Source: an optimization exercise on an open RTL-to-GDS flow (aim: small area and a short achievable clock period). Production flows keep margins and buffers that such runs may drop. The RTL was checked by simulation tests, not by an equivalence proof against the original design.

==> flow/design.v <==
module hb1dec (
    input  wire        clk,
    input  wire        rst,         
    input  wire        in_valid,
    input  wire [31:0] in_data,
    output reg         out_valid,
    output reg  [31:0] out_data
);
    localparam integer NTAP = 19;
    function automatic signed [31:0] coef(input integer i);
        case (i)
            9:        coef = 32'sd536870912;
            8, 10:    coef = 32'sd325140480;
            6, 12:    coef = -32'sd72253440;
            4, 14:    coef = 32'sd18579456;
            2, 16:    coef = -32'sd3317760;
            0, 18:    coef = 32'sd286720;
            default:  coef = 32'sd0;
        endcase
    endfunction
    reg signed [31:0] hist [0:NTAP-1];    
    reg               phase;              
    reg signed [31:0] win [0:NTAP-1];
    reg signed [67:0] acc;
    integer i;
    always @(*) begin
        win[0] = in_data;
        for (i = 1; i < NTAP; i = i + 1)
            win[i] = hist[i-1];
        acc = 68'sd0;
        for (i = 0; i < NTAP; i = i + 1)
            acc = acc + win[i] * coef(i);
    end
    wire               neg   = acc[67];
    wire        [67:0] mag   = neg ? -acc : acc;
    wire        [67:0] rmag  = (mag + (68'd1 << 29)) >> 30;
    wire signed [68:0] rnd   = neg ? -$signed({1'b0, rmag}) : $signed({1'b0, rmag});
    wire signed [31:0] y     = (rnd >  69'sd2147483647) ? 32'sd2147483647 :
                               (rnd < -69'sd2147483647) ? -32'sd2147483647 : rnd[31:0];
    always @(posedge clk) begin
        if (rst) begin
            for (i = 0; i < NTAP; i = i + 1)
                hist[i] <= 32'sd0;
            phase     <= 1'b0;
            out_valid <= 1'b0;
            out_data  <= 32'd0;
        end else begin
            out_valid <= 1'b0;
            if (in_valid) begin
                hist[0] <= in_data;
                for (i = 1; i < NTAP; i = i + 1)
                    hist[i] <= hist[i-1];
                phase <= ~phase;
                if (phase) begin
                    out_valid <= 1'b1;
                    out_data  <= y;
                end
            end
        end
    end
endmodule
==> flow/run.sh <==
#!/bin/bash
# synth_recipe.tcl (not shown) runs the flow's synth.tcl, then flattens the netlist and writes it again
# the make line also repeats each setting of config.mk as NAME=value (left out here)
make -C /OpenROAD-flow-scripts/flow DESIGN_CONFIG=/design/flow/config.mk WORK_HOME=/design/flow/orfs CLKGATE_MAP_FILE= SYNTH_SCRIPT=/design/flow/synth_recipe.tcl finish
==> flow/config.mk <==
export PLATFORM = sky130hd
export DESIGN_NAME = hb1dec
export DESIGN_NICKNAME = hb1dec
export VERILOG_FILES = /design/flow/design.v
export SDC_FILE = /design/flow/constraint.sdc
export NUM_CORES = 4
export LEC_CHECK = 0
export CAP_MARGIN = 20
export CORE_MARGIN = 2
export CORE_UTILIZATION = 40
export SLEW_MARGIN = 20
==> flow/constraint.sdc <==
create_clock -name core_clock -period 18.0 [get_ports {clk}]
set_input_delay 3.6000 -clock core_clock [delete_from_list [all_inputs] [get_ports {clk}]]
set_output_delay 3.6000 -clock core_clock [all_outputs]
set_load 0.01 [all_outputs]
==> run notes <==
stage by stage:
step	worst slack [ns]	TNS, ns
2_1_floorplan	0.006320	0
3_3_place_gp	-0.2537	-7.550
3_5_place_dp	-0.4326	-13.01
4_1_cts	0.2732	0
5_1_grt	-0.01579	-0.1824
6_report	0.8821	0
worst max path at each step:
stage,from,endpoint,slack [ns]
2_1_floorplan,in_data[2],out_data[30],0.006
3_3_place_gp,in_data[2],out_data[5],-0.25
3_5_place_dp,in_data[2],out_data[14],-0.43
4_1_cts,in_data[1],out_data[1],0.27
5_1_grt,in_data[2],out_data[26],-0.02
6_report,in_data[2],out_data[29],0.88
worst max-delay path, delay by kind of cell:
kind,cells,cell delay (ns)
buffers and inverters,13,2.08
AOI/OAI and AO/OA,27,5.16
and+or+nand+nor,8,2.32
xor gates and xnor gates,2,0.36
adders and majority gates,10,4.10
synthesized netlist by cell type, types with 15 or more instances:
cell type / instances
sky130_fd_sc_hd__buf_1: 60
sky130_fd_sc_hd__o21bai_1: 46
sky130_fd_sc_hd__a211o_1: 19
sky130_fd_sc_hd__o21ai_0: 204
sky130_fd_sc_hd__o21a_1: 53
sky130_fd_sc_hd__nor2b_1: 51
sky130_fd_sc_hd__nor4_1: 22
sky130_fd_sc_hd__nand2_1: 255
sky130_fd_sc_hd__o211ai_1: 40
sky130_fd_sc_hd__ha_1: 1683
sky130_fd_sc_hd__nor2_1: 920
sky130_fd_sc_hd__inv_1: 2940
sky130_fd_sc_hd__or2_2: 38
sky130_fd_sc_hd__clkbuf_1: 110
sky130_fd_sc_hd__and4_1: 16
sky130_fd_sc_hd__o2111ai_1: 18
sky130_fd_sc_hd__nor3_1: 150
sky130_fd_sc_hd__dfxtp_1: 610
sky130_fd_sc_hd__a21o_1: 88
sky130_fd_sc_hd__a31oi_1: 40
sky130_fd_sc_hd__a2111oi_2: 30
sky130_fd_sc_hd__or3_1: 59
sky130_fd_sc_hd__o31ai_1: 24
sky130_fd_sc_hd__nand4_1: 38
sky130_fd_sc_hd__mux2i_1: 596
sky130_fd_sc_hd__a21boi_0: 30
sky130_fd_sc_hd__a41oi_1: 15
sky130_fd_sc_hd__nand3_1: 143
sky130_fd_sc_hd__xor2_1: 147
sky130_fd_sc_hd__fa_1: 1658
sky130_fd_sc_hd__xnor2_1: 332
sky130_fd_sc_hd__nand2b_1: 62
sky130_fd_sc_hd__a21oi_1: 309
sky130_fd_sc_hd__and3_1: 63
sky130_fd_sc_hd__buf_2: 16
sky130_fd_sc_hd__and2_1: 32
sky130_fd_sc_hd__a211oi_1: 46
sky130_fd_sc_hd__o41ai_1: 19
area by class of cell:
cell class / count / area (sq um)
clock inverter: 40 / 503.0
multi-input combinational: 7477 / 81520
fill: 25540 / 146200
clock buffer: 116 / 2499
tap: 3515 / 4398
antenna: 2 / 5.005
inverter: 2940 / 11040
sequential: 610 / 12210
timing repair buffer: 488 / 3909
logic make-up (layout without fill, tap and decap cells):
| kind of cell | Yosys count | in the layout | synth area share (%) |
|---|---|---|---|
| flip-flops | 610 | 610 | 11.58 |
| other | 0 | 2 | 0 |
| multiplexers | 598 | 598 | 5.680 |
| buffers and inverters | 3139 | 3584 | 11.27 |
| XOR/XNOR | 481 | 481 | 4.021 |
| AO/OA/AOI/OAI | 1130 | 1130 | 7.405 |
| adder cells (fa/ha/maj) | 3342 | 3342 | 51.47 |
| AND/OR/NAND/NOR | 1926 | 1926 | 8.565 |
registers in the layout (all words and copies together) (netlist names):
register,cells
hist,576
out_data,32
out_valid,1
phase,1
per-layer routing:
layer  GRT usage, %  vias to the layer above
met1          29.04                    36570
met5              0                        -
li1               -                    36320
met2          36.24                     1328
met4          5.688                        2
met3          2.877                      239
what timing repair did:
| action | 4_1_cts | 5_1_grt |
|---|---|---|
| setup buffers | 0 | 1 |
| gates resized for setup | 0 | 23 |
| endpoints found under the setup margin | 0 | 32 |
==> run notes <==
- In this run the vertical extent of the chip is 517.4 um.
- The run finished with no timing, DRC or antenna violations.
- The routed length on met3 is 13,460 um.
- The wire-length estimate of the detail-placed layout is between 200,000 and 250,000 um.
- The total number of placement rows is 188.
- The mean post-synth cell area is 9.391 sq um.
- The total detailed-routing wirelength is between 200,000 and 300,000 um.
- The worst endpoint required time is 18.58 ns.
- In this run the tightest slew margin relative to its limit is between 20% and 30%.
- The post-synthesis sequential area ratio is 11.58%.
- After synthesis the netlist holds a flip-flop and latch count of 610.
- For this design the top-level I/O count stands at 68.
- Counting flops with a built-in enable in the synthesized netlist gives 0.
- The cell with the largest stage delay on the worst path is sky130_fd_sc_hd__or4b_2.
- Of the post-synthesis cell area, the dominant cell type holds between 30% and 40%.
- The floorplan step defined a die boundary enclosing about 0.27 sq mm.
- The critical-path maximum fanout is 15.
- The sort of element at the end of the critical path is a register.
- Once detail routing completed, the nets flagged for antenna violations numbered 0.
- The number of max-slew violations in the final report is 0.
- The quantity of I/O buffers inserted on ports is 67.
- The starting utilization of the core area is 40.19%.
- The end of the worst register-to-register path is out_data[29].
- Summing all non-filler instances in the final layout gives an area of 0.1161 sq mm.
- For this block, the via count after detailed routing is 74,460.
- Global routing finished with a remaining overflow of 0.
- The final hold violation count was 0.
- The violation count after the first detailed-routing iteration is ~4,400.
- The global router's overall resource usage is 21.55%.
- The die outline width is 517.4 um.
- Across the run, the number of max-cap violations was 0.
- For this block, wires on met1 add up to approximately 120,000 um.
- The maximum clock frequency is ~58 MHz.
- Synthesis instantiated 111 different standard cells from the library.
- The H-tree was split into 3 levels.
- Compared with the post-synthesis result, the final layout area differs by 10.11%.
- For the finished layout, the period the worst path requires is 17.12 ns.
- The tree is rooted in a sky130_fd_sc_hd__clkbuf_16.
- The worst hold path depth is 2.
- The synthesized instance count is 11,230.
- Leaving out fill and tap cells, the most frequent cell in the layout is sky130_fd_sc_hd__inv_1.
- After detailed routing, the number of remaining DRC violations is 0.
- The length of the first detailed-routing pass in iterations is 5.
- Final hold analysis gives a worst-case slack of 0.4805 ns.
- The initial antenna violation count came to 4.
- The startpoint of the worst register-to-register path is hist[1][4].
- The dominant cell type by area after synthesis is sky130_fd_sc_hd__fa_1.
- The startpoint identified for the worst hold timing path is hist[10][26].
- For the pin with the worst max-slew slack, the measured transition is ~1.1 ns.
- The clock buffer count from CTS is 85.
- The critical path is of the input pin to register type.
- The cell area that synthesis handed to floorplanning was 0.1054 sq mm.
- The clock latency reported for the late side of the worst-skew pair is between 0.7 and 0.8 ns.
- The via-per-instance ratio is 4.902.
- For the worst setup path, the data arrival time is 17.69 ns.
- For this run, asynchronously set or reset flops after synthesis account for 0%.
- The maximum buffer depth of the clock tree is 3.
- Once placement finished, the instance area stood at between 0.1 and 0.15 sq mm.
- The post-detailed-route wirelength per cell is approximately 18 um.
- Ranked by total cell area, the synthesized netlist is headed by sky130_fd_sc_hd__fa_1, sky130_fd_sc_hd__ha_1, sky130_fd_sc_hd__dfxtp_1.
- The wire length of the first global-routing pass is ~440,000 um.
- The core outline area is 0.2623 sq mm.
- Signal routing reaches up to met5.
- The number of failing setup endpoints in the final timing report is 0.
- The cts-stage hold buffer count is 0.
- The worst setup path is launched from an input pin.
- The ratio of final minimum period to clock period is 95.10%.
- Counting every net in the synthesized netlist gives 14,600.
- In the layout the commonest cells are sky130_fd_sc_hd__inv_1, sky130_fd_sc_hd__ha_1, sky130_fd_sc_hd__fa_1.
- The total instance count after detailed placement is between 15,000 and 20,000.
- For this run, the number of standard cells in the final layout without fillers is 15,190.
- In the synthesized netlist the dominant register cell turns out to be sky130_fd_sc_hd__dfxtp_1.
- Detailed routing placed a total of 130,700 um of wire on met2.
- The flop-to-flop setup slack is 1.13 ns.
- Measured on the finished design, the core utilization comes to 44.26%.
- The maximum cell stage delay along the critical path is around 0.7 ns.
- The count of yosys warnings during synthesis is 3.
- The TritonCTS clock tree is done.
- The number of cells on the worst reg-to-reg path is 58.
- The global placer's final weighted congestion is 0.9641.
- In this run the worst hold path is classified as register to register.
- The via count of the first global-routing pass is 76,150.
- The terminating pin of the worst hold path is hist[11][26].
- Entering global routing, the biggest net connects 185 pins.
- After clock tree synthesis, the clock-pin slew on the worst setup and hold paths is roughly 0.060 ns.
- For this run, the post-layout net count is between 10,000 and 15,000.
- The number of sinks driven by the clock tree is 610.
- The worst clock skew on the final layout is 0.04186 ns.
- The ratio of cells with drive above 1 in the final layout is 6.186%.

## what the ideal ports hide
In the flow no input, the clock included, has a driving cell. The finished layout below was timed again as built, in two steps.
Step 1: set_driving_cell puts a clkbuf_16 on clk and a buf_2 on each other input, an assumption about the parent block.
Step 2 moves the port delays by t, midway between the first and last clock arrival at a register: inputs arrive t later, outputs are due t later. That takes back most of the time a late clock gives input paths.
Slacks: ideal / step 1 / step 2; pairs: ideal / step 1.
shift t [ns]: 0.819
setup WS [ns]: 0.882 / 0.952 / 0.133
latest minus earliest clock arrival (ns): 0.043 / 0.042
After both steps this run still meets setup and hold. For this run, drivers alone change the setup slack by +0.070 ns; drivers and shift together by -0.749 ns.
